Source: an optimization exercise on an open RTL-to-GDS flow (aim: small area, a short achievable clock period and few clock cycles per item). Production flows keep margins and buffers that such runs may drop.
At most, simulation tests tie the RTL to the original design; equivalence was not proved.

==> job 6572: inputs <==
## lys_comp
module lys_comp (
    input  wire        clk,
    input  wire        rst,
    input  wire        start,
    input  wire        clear,
    input  wire        handover,
    input  wire        form,       
    input  wire        unwind,
    input  wire [31:0] r,
    input  wire [31:0] y,
    input  wire [31:0] u0,
    input  wire [31:0] b0,
    input  wire [31:0] b1,
    input  wire [31:0] b2,
    input  wire [31:0] a1,
    input  wire [31:0] a2,
    input  wire [31:0] ki,
    input  wire [31:0] umin,
    input  wire [31:0] umax,
    input  wire [31:0] imin,
    input  wire [31:0] imax,
    output reg         done,
    output wire [31:0] u,
    output reg         sat
);
export LEC_CHECK = 0
export CAP_MARGIN = 20
export CORE_MARGIN = 2
export CORE_UTILIZATION = 50
export SLEW_MARGIN = 20
create_clock -name core_clock -period 21.0 [get_ports {clk}]
standard.sh (not shown) runs the stock make flow with config.mk's settings and CLKGATE_MAP_FILE= SYNTH_SCRIPT=/design/flow/synth_recipe.tcl, a recipe that flattens the netlist after the stock synthesis.
==> flow/flow/run.sh <==
#!/bin/bash
# Own layout flow: the standard synthesis and ORFS layout unchanged, except
# that
#  - timing repair (floorplan, CTS, global route) is asked for a setup slack
#    of SETUP_SLACK_MARGIN ns, so the design is sized for a shorter period
#    than the clock's;
#  - every port still gets its buffer, but a plain buf_2 instead of the
#    delay-buffer cell buffer_ports picks by default.
# Each step's full output goes to a log file here.
set -uo pipefail
export SETUP_SLACK_MARGIN=15.5
export BUFFER_PORTS_ARGS="-buffer_cell sky130_fd_sc_hd__buf_2"
bash standard.sh synth > log_synth.txt 2>&1 || exit 1
bash standard.sh finish > log_finish.txt 2>&1 || exit 1
==> job 444: changes against job 6572 <==
--- a/flow/design.v
+++ b/flow/design.v
@@ -16,15 +16,15 @@
     input  wire [31:0] a2,
     input  wire [31:0] ki,
     input  wire [31:0] umin,
     input  wire [31:0] umax,
     input  wire [31:0] imin,
     input  wire [31:0] imax,
     output reg         done,
-    output wire [31:0] u,
+    output reg  [31:0] u,
     output reg         sat
 );
     reg  [9:1] p;                
     wire       p0 = ~|p;
     reg        fq, hq, uq;
     reg signed [31:0] e1, e2, h1, h2, ireg;
     reg signed [31:0] lo_u, hi_u, lo_i, hi_i;   
@@ -37,15 +37,14 @@
     reg               msq;       
     reg signed [31:0] it;        
     reg               itlt;      
     reg               f_ubad, f_ibad;
     reg               sm_e1, sm_e, sm_e2, sm_h1, sm_h2, msub;
     reg               clr_q;
     reg               af, ai, aa;   
-    assign u = it;
     wire fin = (p[7] & ~fq) | p[9];
     wire [31:0] ma = ({32{sm_e1}} & e1) | ({32{sm_e}} & ed) | ({32{sm_e2}} & e2) |
                      ({32{sm_h1}} & h1) | ({32{sm_h2}} & h2);
     wire [63:0] ms, mc;
     lys_mul mul (.a(ma), .x(xc), .sub(msub), .s(ms), .c(mc));
     wire m_neg = (|ma) & (|xc) & (ma[31] ^ xc[31] ^ msub);
     wire [31:0] xn = ({32{p0}}          & b1) |
@@ -122,20 +121,18 @@
             f_ubad <= v_lt;
             f_ibad <= w_lo;
         end
         if (p0)
             it <= u0;
         else if (p[4])
             it <= itc;
-        else if (fin)
-            it <= u_n;
         if (p[5])
             itlt <= it < ireg;
-        if (fin)
-            sat <= sat_n;
+        u     <= u_n;
+        sat   <= sat_n;
     end
     always @(posedge clk) begin
         if (rst) begin
             p    <= 9'd0;
             done <= 1'b0;
         end else begin
             done <= fin;
==> flow/flow/run.sh (replaced) <==
#!/bin/bash
# Own layout flow: the standard synthesis and ORFS layout unchanged, except
# that
#  - timing repair (floorplan, CTS, global route) is asked for a setup slack
#    of SETUP_SLACK_MARGIN ns, so the design is sized for a shorter period
#    than the clock's;
#  - every port still gets its buffer, but a plain buf_1 (upsized by repair where needed) instead of the
#    delay-buffer cell buffer_ports picks by default.
# Each step's full output goes to a log file here.
set -uo pipefail
export SETUP_SLACK_MARGIN=15.5
export BUFFER_PORTS_ARGS="-buffer_cell sky130_fd_sc_hd__buf_1"
bash standard.sh synth > log_synth.txt 2>&1 || exit 1
bash standard.sh finish > log_finish.txt 2>&1 || exit 1
==> flow/config.mk (replaced) <==
export PLATFORM = sky130hd
export DESIGN_NAME = lys_comp
export DESIGN_NICKNAME = lys_comp
export VERILOG_FILES = /design/flow/design.v
export SDC_FILE = /design/flow/constraint.sdc
export NUM_CORES = 4
export LEC_CHECK = 0
export ABC_AREA = 1
export CAP_MARGIN = 20
export CORE_MARGIN = 2
export CORE_UTILIZATION = 50
export SLEW_MARGIN = 20
==> job 834: changes against job 6572 <==
--- a/flow/design.v
+++ b/flow/design.v
@@ -35,15 +35,14 @@
     reg signed [63:0] acc;       
     reg signed [31:0] q;         
     reg               msq;       
     reg signed [31:0] it;        
     reg               itlt;      
     reg               f_ubad, f_ibad;
     reg               sm_e1, sm_e, sm_e2, sm_h1, sm_h2, msub;
-    reg               clr_q;
     reg               af, ai, aa;   
     assign u = it;
     wire fin = (p[7] & ~fq) | p[9];
     wire [31:0] ma = ({32{sm_e1}} & e1) | ({32{sm_e}} & ed) | ({32{sm_e2}} & e2) |
                      ({32{sm_h1}} & h1) | ({32{sm_h2}} & h2);
     wire [63:0] ms, mc;
     lys_mul mul (.a(ma), .x(xc), .sub(msub), .s(ms), .c(mc));
@@ -95,16 +94,15 @@
         hi_i  <= imax;
         xc    <= xn;
         ps    <= ms;
         pc    <= mc;
         pneg  <= m_neg;
         q     <= a_q;
         msq   <= a_msat;
-        sm_e1 <= p0 & ~handover;    
-        clr_q <= clear | rst;
+        sm_e1 <= p0;
         sm_e  <= p[1] | (p[2] & fq);
         sm_e2 <= (p[2] & ~fq) | (p[3] & fq);
         sm_h1 <= (p[3] & ~fq) | (p[4] & fq);
         sm_h2 <= (p[4] & ~fq) | p[5];
         msub  <= (p[3] & ~fq) | p[4] | p[5];
         af    <= p[1];
         ai    <= p[2] & fq;
@@ -133,38 +131,45 @@
         if (fin)
             sat <= sat_n;
     end
     always @(posedge clk) begin
         if (rst) begin
             p    <= 9'd0;
             done <= 1'b0;
-        end else begin
-            done <= fin;
-            p    <= {p[8], p[7] & fq, p[6:1] & {6{~fin}}, p0 & start};
-        end
-        if (clr_q) begin
             e1   <= 32'd0;
             e2   <= 32'd0;
             h1   <= 32'd0;
             h2   <= 32'd0;
             ireg <= 32'd0;
-        end else if (fin) begin
-            e2 <= e1;
-            e1 <= ed;
-            h2 <= h1;
-            h1 <= fq ? acc[63:32] : u_n;
-            if (fq)
-                ireg <= i_n;
-        end else if (p[1] && hq) begin
-            e1 <= 32'd0;
-            e2 <= 32'd0;
-        end else if (p[2] && hq) begin
-            h1   <= fq ? 32'd0 : u_n;
-            h2   <= fq ? 32'd0 : u_n;
-            ireg <= itc;
+        end else begin
+            done <= fin;
+            p    <= {p[8], p[7] & fq, p[6:1] & {6{~fin}}, p0 & start};
+            if (p0) begin
+                if (clear) begin
+                    e1   <= 32'd0;
+                    e2   <= 32'd0;
+                    h1   <= 32'd0;
+                    h2   <= 32'd0;
+                    ireg <= 32'd0;
+                end else if (start && handover) begin
+                    e1 <= 32'd0;
+                    e2 <= 32'd0;
+                end
+            end else if (fin) begin
+                e2 <= e1;
+                e1 <= ed;
+                h2 <= h1;
+                h1 <= fq ? acc[63:32] : u_n;
+                if (fq)
+                    ireg <= i_n;
+            end else if (p[2] && hq) begin
+                h1   <= fq ? 32'd0 : u_n;
+                h2   <= fq ? 32'd0 : u_n;
+                ireg <= itc;
+            end
         end
     end
 endmodule
 module lys_mul (
     input  wire [31:0] a,
     input  wire [31:0] x,
     input  wire        sub,
==> flow/flow/run.sh (replaced) <==
#!/bin/bash
# Own layout flow: the standard synthesis and ORFS layout unchanged, except
# that timing repair (floorplan, CTS, global route) is asked for a setup slack
# of SETUP_SLACK_MARGIN ns, so that the design is sized for a shorter period
# than the clock's. Each step's full output goes to a log file here.
set -uo pipefail
export SETUP_SLACK_MARGIN=15
bash standard.sh synth > log_synth.txt 2>&1 || exit 1
bash standard.sh finish > log_finish.txt 2>&1 || exit 1
==> flow/config.mk (replaced) <==
export PLATFORM = sky130hd
export DESIGN_NAME = lys_comp
export DESIGN_NICKNAME = lys_comp
export VERILOG_FILES = /design/flow/design.v
export SDC_FILE = /design/flow/constraint.sdc
export NUM_CORES = 4
export LEC_CHECK = 0
export CAP_MARGIN = 20
export CORE_MARGIN = 2
export CORE_UTILIZATION = 40
export SLEW_MARGIN = 20
==> job 9149: changes against job 6572 <==
--- a/flow/design.v
+++ b/flow/design.v
@@ -16,15 +16,15 @@
     input  wire [31:0] a2,
     input  wire [31:0] ki,
     input  wire [31:0] umin,
     input  wire [31:0] umax,
     input  wire [31:0] imin,
     input  wire [31:0] imax,
     output reg         done,
-    output wire [31:0] u,
+    output reg  [31:0] u,
     output reg         sat
 );
     reg  [9:1] p;                
     wire       p0 = ~|p;
     reg        fq, hq, uq;
     reg signed [31:0] e1, e2, h1, h2, ireg;
     reg signed [31:0] lo_u, hi_u, lo_i, hi_i;   
@@ -37,15 +37,14 @@
     reg               msq;       
     reg signed [31:0] it;        
     reg               itlt;      
     reg               f_ubad, f_ibad;
     reg               sm_e1, sm_e, sm_e2, sm_h1, sm_h2, msub;
     reg               clr_q;
     reg               af, ai, aa;   
-    assign u = it;
     wire fin = (p[7] & ~fq) | p[9];
     wire [31:0] ma = ({32{sm_e1}} & e1) | ({32{sm_e}} & ed) | ({32{sm_e2}} & e2) |
                      ({32{sm_h1}} & h1) | ({32{sm_h2}} & h2);
     wire [63:0] ms, mc;
     lys_mul mul (.a(ma), .x(xc), .sub(msub), .s(ms), .c(mc));
     wire m_neg = (|ma) & (|xc) & (ma[31] ^ xc[31] ^ msub);
     wire [31:0] xn = ({32{p0}}          & b1) |
@@ -122,20 +121,18 @@
             f_ubad <= v_lt;
             f_ibad <= w_lo;
         end
         if (p0)
             it <= u0;
         else if (p[4])
             it <= itc;
-        else if (fin)
-            it <= u_n;
         if (p[5])
             itlt <= it < ireg;
-        if (fin)
-            sat <= sat_n;
+        u     <= u_n;
+        sat   <= sat_n;
     end
     always @(posedge clk) begin
         if (rst) begin
             p    <= 9'd0;
             done <= 1'b0;
         end else begin
             done <= fin;
==> flow/flow/run.sh (replaced) <==
#!/bin/bash
# Own layout flow: the standard synthesis and ORFS layout unchanged, except
# that
#  - timing repair (floorplan, CTS, global route) is asked for a setup slack
#    of SETUP_SLACK_MARGIN ns, so the design is sized for a shorter period
#    than the clock's;
#  - every port still gets its buffer, but a plain buf_1 (upsized by repair where needed) instead of the
#    delay-buffer cell buffer_ports picks by default.
# Each step's full output goes to a log file here.
set -uo pipefail
export SETUP_SLACK_MARGIN=15.5
export BUFFER_PORTS_ARGS="-buffer_cell sky130_fd_sc_hd__buf_1"
bash standard.sh synth > log_synth.txt 2>&1 || exit 1
bash standard.sh finish > log_finish.txt 2>&1 || exit 1
==> flow/config.mk (replaced) <==
export PLATFORM = sky130hd
export DESIGN_NAME = lys_comp
export DESIGN_NICKNAME = lys_comp
export VERILOG_FILES = /design/flow/design.v
export SDC_FILE = /design/flow/constraint.sdc
export NUM_CORES = 4
export LEC_CHECK = 0
export ABC_AREA = 1
export CAP_MARGIN = 20
export CORE_MARGIN = 2
export CORE_UTILIZATION = 50
export PLACE_DENSITY = 0.7
export SLEW_MARGIN = 20
==> comparison <==
- Of job 834 and job 444, job 834 has the higher final area (gap about 1.8%, measured against job 444).
- Between job 6572 and job 444, the lower global-route usage is in job 444 (gap 0.62 points).
- Clock skew: job 9149 > job 444 > job 6572 > job 834.
- Clock-buffer cell count, highest first: job 9149, job 444, job 6572, job 834.
- Setup slack: job 444 > job 9149 > job 6572 > job 834.
- Between job 9149 and job 834, the lower cell count is in job 834 (gap 10%, measured against job 834).
- Against job 444, the synthesized area of job 834 is lower by about 2.4%.
- Register-to-register slack, highest first: job 444, job 9149, job 6572, job 834.
- The highest sequential share of layout area belongs to job 444, the lowest to job 6572.
Testbench counts of job 6572, summed over its fixed seeds: cycles 19,330, steps 1,920.
Testbench counts of job 444, summed over its fixed seeds: cycles 19,330, steps 1,920.
Testbench counts of job 9149, summed over its fixed seeds: cycles 19,330, steps 1,920.
Only the layout flow was run in job 834; the RTL was not checked for function there.

afterwards: timing with drivers on the ports:
Ports are ideal in the flow. The routed layouts listed here were re-timed in OpenROAD.
Step 1, drivers: a clkbuf_16 drives clk and a buf_2 each remaining input, both assumed.
Step 2 moves the port delays by t, midway between the first and last clock arrival at a register: inputs arrive t later, outputs are due t later. That takes back most of the time a late clock gives input paths.
Slacks: ideal ports / drivers / drivers and shift; pairs: ideal ports / drivers.
run | shift t [ns] | setup WS [ns] | worst setup path at the end | clock arrival spread, ns | pins driven straight from the clock port
job 6572 | 0.749 | 15.300 / 15.227 / 15.422 | register to register | 0.041 / 0.040 | 1
job 444 | 0.788 | 15.540 / 15.455 / 15.587 | register to register | 0.042 / 0.042 | 1
job 834 | 0.764 | 15.006 / 14.931 / 14.314 | input to register | 0.034 / 0.034 | 1
job 9149 | 0.818 | 15.510 / 15.436 / 15.131 | input to register | 0.050 / 0.050 | 1
After both steps setup and hold are still met in every run listed. For job 834, which loses most, drivers alone change the setup slack by -0.075 ns; drivers and shift together by -0.692 ns.
